Source: an optimization exercise on an open RTL-to-GDS flow (aim: small area, a short achievable clock period and few clock cycles). Production flows keep margins and buffers that such runs may drop.
For this run, only the layout was checked, not whether the RTL still works.
No activity file was given, so power comes from the tool's default toggle rates.

==> flow/design.v <==
module pred_expand (
    input  wire        clk,
    input  wire        rst,
    input  wire        cmd_valid,
    output wire        cmd_ready,
    input  wire [14:0] cmd_size,
    input  wire        in_valid,
    output wire        in_ready,
    input  wire [7:0]  in_data,
    input  wire        in_last,
    output wire        out_valid,
    input  wire        out_ready,
    output wire [7:0]  out_data,
    output wire        done_valid,
    output wire        done_err
);
    localparam [2:0] S_IDLE = 3'd0,
                     S_HDR  = 3'd1,
                     S_RES  = 3'd2,
                     S_ZERO = 3'd3,
                     S_END  = 3'd4,
                     S_DONE = 3'd5;
    reg [2:0]  state;
    reg [14:0] remain;       
    reg [5:0]  opos;         
    reg [2:0]  pred;
    reg [2:0]  k;
    reg        c;
    reg        seen_last;
    reg        err;
    reg [31:0] bbuf;         
    reg [4:0]  rp;           
    reg [1:0]  wp;           
    reg [5:0]  bcnt;         
    reg        t_valid;
    reg [8:0]  t_u;
    reg        o_valid;
    reg [7:0]  o_data;
    reg [7:0]  hist [1:7];
    wire o_free  = !o_valid || out_ready;
    wire x_take  = t_valid && o_free;
    wire t_free  = !t_valid || o_free;
    wire [63:0] bb2 = {bbuf, bbuf};
    wire [23:0] w   = bb2 >> rp;
    reg  [4:0] z;            
    integer i;
    always @(*) begin
        z = 5'd16;
        for (i = 15; i >= 0; i = i - 1)
            if (!w[i]) z = i[4:0];
    end
    wire        esc    = z[4];
    wire [22:0] wz     = w[23:1] >> z[3:0];      
    wire [7:0]  kmask  = (8'd1 << k) - 8'd1;
    wire [6:0]  field  = wz[6:0] & kmask[6:0];
    wire [10:0] u_n    = ({7'd0, z[3:0]} << k) | {4'd0, field};
    wire [7:0]  u_e    = w[23:16];
    wire [8:0]  u9     = esc ? {1'b0, u_e} : u_n[8:0];
    wire [4:0]  len_n  = {1'b0, z[3:0]} + 5'd1 + {2'b0, k};
    wire [4:0]  len    = esc ? 5'd24 : len_n;
    wire        have_r = (bcnt >= {1'b0, len});
    wire        fbit_km1 = wz[k - 3'd1];         
    reg  [2:0]  k_next;
    reg         c_next;
    always @(*) begin
        k_next = k;
        c_next = 1'b0;
        if (esc ? ((u_e >> k) >= 8'd2) : (z[3:0] >= 4'd2)) begin
            k_next = (k == 3'd7) ? 3'd7 : k + 3'd1;
        end else if (k != 3'd0 && (esc ? ({3'd0, u_e} < (11'd1 << (k - 3'd1)))
                                       : (z[3:0] == 4'd0 && !fbit_km1))) begin
            if (c) k_next = k - 3'd1;
            else   c_next = 1'b1;
        end
    end
    wire        hdr_zero = (w[2:0] == 3'd7);
    wire        have_h   = hdr_zero ? (bcnt >= 6'd3) : (bcnt >= 6'd6);
    wire act_hdr = (state == S_HDR) && t_free;
    wire act_res = (state == S_RES) && t_free;
    wire act_zer = (state == S_ZERO) && t_free;
    wire take_h  = act_hdr && have_h;
    wire take_r  = act_res && have_r;
    wire starved = ((act_hdr && !have_h) || (act_res && !have_r)) && seen_last;
    wire emit    = take_r || act_zer;
    reg [4:0] used;
    always @(*) begin
        used = 5'd0;
        if (take_h)      used = hdr_zero ? 5'd3 : 5'd6;
        else if (take_r) used = len;
    end
    wire active  = (state == S_HDR) || (state == S_RES) || (state == S_ZERO);
    assign in_ready = !seen_last && ((active && bcnt <= 6'd24) || (state == S_END));
    wire in_fire = in_valid && in_ready;
    reg [7:0] p;
    always @(*) begin
        case (pred)
            3'd0:    p = o_data;
            3'd1:    p = hist[1];
            3'd2:    p = hist[3];
            3'd3:    p = hist[7];
            3'd4:    p = {o_data[6:0], 1'b0} - hist[1];
            default: p = 8'd0;
        endcase
    end
    wire [7:0] r = t_u[8:1] ^ {8{t_u[0]}};
    reg  [7:0] x;
    always @(*) begin
        case (pred)
            3'd5:    x = t_u[7:0] ^ hist[7];
            3'd7:    x = 8'd0;
            default: x = p + r;
        endcase
    end
    assign out_valid  = o_valid;
    assign out_data   = o_data;
    assign cmd_ready  = (state == S_IDLE);
    assign done_valid = (state == S_DONE);
    assign done_err   = err;
    integer n;
    always @(posedge clk) begin
        if (in_fire) begin
            case (wp)
                2'd0: bbuf[7:0]   <= in_data;
                2'd1: bbuf[15:8]  <= in_data;
                2'd2: bbuf[23:16] <= in_data;
                default: bbuf[31:24] <= in_data;
            endcase
        end
        if (emit) t_u <= u9;
        if (x_take) begin
            o_data  <= x;
            hist[1] <= o_data;
            for (n = 2; n < 8; n = n + 1) hist[n] <= hist[n-1];
        end
        if (rst) begin
            state     <= S_IDLE;
            remain    <= 15'd0;
            opos      <= 6'd0;
            pred      <= 3'd0;
            k         <= 3'd0;
            c         <= 1'b0;
            seen_last <= 1'b0;
            err       <= 1'b0;
            rp        <= 5'd0;
            wp        <= 2'd0;
            bcnt      <= 6'd0;
            t_valid   <= 1'b0;
            o_valid   <= 1'b0;
        end else begin
            rp   <= rp + used;
            wp   <= wp + {1'b0, in_fire};
            bcnt <= bcnt + (in_fire ? 6'd8 : 6'd0) - {1'b0, used};
            if (in_fire && in_last) seen_last <= 1'b1;
            if (emit)        t_valid <= 1'b1;
            else if (x_take) t_valid <= 1'b0;
            if (x_take)         o_valid <= 1'b1;
            else if (out_ready) o_valid <= 1'b0;
            if (take_h) begin
                pred <= w[2:0];
                k    <= w[5:3];
                c    <= 1'b0;
            end
            if (take_r) begin
                k <= k_next;
                c <= c_next;
            end
            case (state)
                S_IDLE: begin
                    if (cmd_valid) begin
                        state     <= S_HDR;
                        remain    <= cmd_size;
                        opos      <= 6'd0;
                        rp        <= 5'd0;
                        wp        <= 2'd0;
                        bcnt      <= 6'd0;
                        seen_last <= 1'b0;
                        err       <= 1'b0;
                    end
                end
                S_HDR: begin
                    if (take_h) state <= hdr_zero ? S_ZERO : S_RES;
                end
                S_RES, S_ZERO: begin
                    if (emit) begin
                        remain <= remain - 15'd1;
                        opos   <= opos + 6'd1;
                        if (remain == 15'd1)   state <= S_END;
                        else if (opos == 6'd63) state <= S_HDR;
                    end
                end
                S_END: begin
                    if (seen_last && !t_valid && o_free) state <= S_DONE;
                end
                S_DONE: begin
                    state <= S_IDLE;
                end
                default: state <= S_IDLE;
            endcase
            if (starved) begin
                err   <= 1'b1;
                state <= S_END;
            end
        end
        if (rst || (state == S_IDLE && cmd_valid)) begin
            o_data <= 8'd0;
            for (n = 1; n < 8; n = n + 1) hist[n] <= 8'd0;
        end
    end
endmodule
==> flow/run.sh <==
#!/bin/bash
# synth_recipe.tcl (not shown) runs the flow's synth.tcl, then flattens the netlist and writes it again
# the make line also repeats each setting of config.mk as NAME=value (left out here)
make -C /OpenROAD-flow-scripts/flow DESIGN_CONFIG=/design/flow/config.mk WORK_HOME=/design/flow/orfs CLKGATE_MAP_FILE= SYNTH_SCRIPT=/design/flow/synth_recipe.tcl finish
==> flow/config.mk <==
export PLATFORM = sky130hd
export DESIGN_NAME = pred_expand
export DESIGN_NICKNAME = pred_expand
export VERILOG_FILES = /design/flow/design.v
export SDC_FILE = /design/flow/constraint.sdc
export NUM_CORES = 4
export LEC_CHECK = 0
export CAP_MARGIN = 20
export CORE_MARGIN = 2
export CORE_UTILIZATION = 40
export PLACE_DENSITY = 0.6
export SLEW_MARGIN = 20
==> flow/constraint.sdc <==
create_clock -name core_clock -period 6.5 [get_ports {clk}]
set_input_delay 1.3000 -clock core_clock [delete_from_list [all_inputs] [get_ports {clk}]]
set_output_delay 1.3000 -clock core_clock [all_outputs]
set_load 0.01 [all_outputs]
==> summary.txt <==
- Leak pwr: 5.56 nW
- Crit-path max FO: 8
- Startpoint Class: flip-flop
- Hold_sp: hist[5][5]
- Most common cell after layout, fill and taps aside: nand2_1
- Initial antenna violation count: 0
- Initial core utilization: 0.404
- Post-route minimum period: a little over 6 ns
- Clock tree skew after final layout: about 0.013 ns
- Synth Flop Type: dfxtp_1
- Syn. warnings: 2
- Worst Tran Pin Value: 0.849 ns
- Clock Latency Late Sink: 0.43 ns
- Worst hold path class: flip-flop to flip-flop
- Critical path type: flip-flop to flip-flop
- Drt pass-1 iters: 5
- DP Wirelength: 31.0 mm
- CTS tree: built
- DR top layer: met4
- Crit end category: flip-flop
- Post-Synthesis Cell Area: 13100 um^2
- First-pass GRT wire length: approximately 67 mm
- R2R cell count: 30
- Min setup slack post-route: 0.268 ns
- Dpl ws: 0.141 ns
- PwrDens: 439 nW/um^2
- Crit path max-delay family: adder cells
- Data required, critical path: between 6 and 7 ns
- CTS Sinks: 153
- R2R setup slack: 0.27 ns
- Outcome: complete, no violations
- Clk slew on worst S/H paths: 0.06 ns
- CP Depth: 30
- Fin cells: roughly 2000
- Total negative slack: 0 ns
- Reg-to-reg endpoint: rp[4]
- I/O Pins: 42
- Die Span Y: 185 um
- Yosys reg bits: 153
- Worst path bufs/invs: 5
- Port Buffers: 41
- GRT Overall Usage: 0.251
- Mapped Cells: 1496
- Avg Synthesized Cell Area: 8.73 um^2
- FILL cells: 3129
- CTS Hold Buffers Added: 0
- Routability cong.: 0.973
- Drt initial violations: 1168
- Vias per inst: 6.07
- Vias: 12300
- Post-synth EDFFs: 41
- Count of cell types in the netlist: 87
- Vias in the first global route: around 12000
- Hold Vio Cnt, Final: 0
- Hold Path Stages: 2
- Die area: 34100 um^2
- Max Cap Viol: 0
- Post-synthesis async set-or-reset flop share: 0
- CTS buffer count: 17
- Share of layout cells above drive strength 1: 0.203
- Slowest-stage cell, CP: mux4_2
- Final setup viols: 0
- Count of pins over their slew limit: 0
- Sequential share of the synthesized area: 0.266
- Slew HR: 0.434
- Total wire length: about 42 mm
- Fmax: 0.160 GHz
- Crit Reg-Reg Startpoint: rp[2]
- Slowest stage delay, CP: roughly 0.53 ns
- Core Region: 32400 um^2
- Max Buffers Root-to-Sink: 2
- Nets: 1657
- DRT antenna net count: 0
- Most frequent cells in the layout: 216 x nand2_1, 127 x buf_4, 110 x a21oi_1
- M1 WL: 18.2 mm
- Residual DRC: 0
- # diodes: 0
- Number of H-tree levels: 4
- Die W: 185 um
- WP data arrival: roughly 6.5 ns
- Largest net degree at the start of global routing: 67
- Final instance area: between 15000 and 20000 um^2
- Gr ovfl total: 0
- Metal3 WL: approximately 2.8 mm
- Clk root buf: clkbuf_16
- Hold path endpoint: hist[6][5]
- Placed cell count: 1986
- Met2 routed WL: 19.6 mm
- Area growth, synth to finish: 16.6%
- Period utilization: 0.959
- Post-synthesis net count: 1582
- Routed WL per cell: about 21 um
- Max VDD drop: approximately 280 uV
- Row cnt: 66
- Placement-stage cell area: between 10000 and 15000 um^2
where the power goes:
group | switching (mW) | internal [mW] | total [mW] | leakage, nW
sequential | 0.208 | 1.11 | 1.32 | 1.29
clock | 0.401 | 0.658 | 1.06 | 0.312
combinational | 2.45 | 1.86 | 4.31 | 3.97
total | 3.06 | 3.63 | 6.69 | 5.56
synthesized netlist by cell type (all sizes together), types with 30 or more instances:
cell	count	area share
ha	51	0.049
mux4	65	0.11
xor2	32	0.021
mux2i	68	0.052
dfxtp	112	0.17
inv	48	0.014
nor3	33	0.013
mux2	52	0.045
clkbuf	69	0.020
edfxtp	41	0.094
nand2	217	0.062
buf	47	0.021
a21oi	113	0.043
o22ai	34	0.016
nand3	43	0.016
o21ai	53	0.020
nor2	87	0.026
a21o	30	0.017
how the worst max path moves through the flow:
stage,slack (ns),from,end
final,0.27,rp[2],rp[4]
after global routing,-0.03,rp[2],rp[4]
after CTS,0.13,rp[2],bcnt[5]
after detailed placement,0.14,rp[2],bcnt[5]
after global placement,0.23,rp[1],bcnt[5]
after floorplan,0.04,rp[1],remain[3]
cells by family after synthesis:
family / share of synthesized area
AOI/OAI and AO/OA: 0.203
xor gates and xnor gates: 0.0322
adders and majority gates: 0.0580
buffers and inverters: 0.0555
DFF: 0.266
muxes: 0.209
and+or+nand+nor: 0.176
metal layers:
metal | vias to the layer above | track usage
li1 | 5736 | -
met1 | 5879 | 0.333
met2 | 550 | 0.412
met3 | 128 | 0.0371
met4 | 0 | 0.0968
met5 | - | 0
layout make-up:
class,count,area [um^2],share of cell area
clock inverters,10,136,0.00895
flip-flops and latches,153,3490,0.229
multi-input cells,1177,8940,0.587
repair buffers,172,1440,0.0942
inverters,50,190,0.0125
clock buffers,22,495,0.0325
well taps,442,553,0.0363
state kept, by name, indices dropped and copies added (netlist names), 5 cells and up:
signal  flops
remain     15
o_data      8
t_u         9
bcnt        6
opos        6
bbuf       32
rp          5
hist       56
tightest hold or removal path, delay by kind of cell, from the launching register on:
| kind | cells | cell delay [ns] |
|---|---|---|
| simple gates | 1 | 0.05 |
| flops | 1 | 0.31 |
| compound gates | 1 | 0.05 |
per-stage QoR:
stage / total power, mW / hold slack (ns) / util
after detailed placement: 5.48 / 0.442 / 0.447
after global placement: 5.43 / 0.434 / 0.447
final: 6.69 / 0.451 / 0.471
after CTS: 6.55 / 0.451 / 0.467
after global routing: 7.17 / 0.464 / 0.471
after floorplan: 4.28 / 0.432 / -
what timing repair did:
action,4_1_cts,5_1_grt
resized for setup,0,13
setup endpoints to repair,0,5
buffers inserted,0,8

[afterwards: timing with drivers on the ports]
No port has a modelled driver above. Below, the same layout with a new extraction and two added sets of constraints.
Step 1: set_driving_cell puts a clkbuf_16 on clk and a buf_2 on each other input, an assumption about the parent block.
Step 2 moves the port delays by t, midway between the first and last clock arrival at a register: inputs arrive t later, outputs are due t later. That takes back most of the time a late clock gives input paths.
Three values: ideal ports, drivers, drivers and shift; two values: the first two.
t, ns: 0.474
slack for setup (ns): 0.268 / 0.268 / 0.268
hold slack, ns: 0.451 / 0.451 / 0.451
worst setup path at the end: register to register
worst data-port slew with drivers (ns): 0.04
After both steps this run still meets setup and hold. For this run, drivers alone change the setup slack by 0.000 ns; drivers and shift together by 0.000 ns.
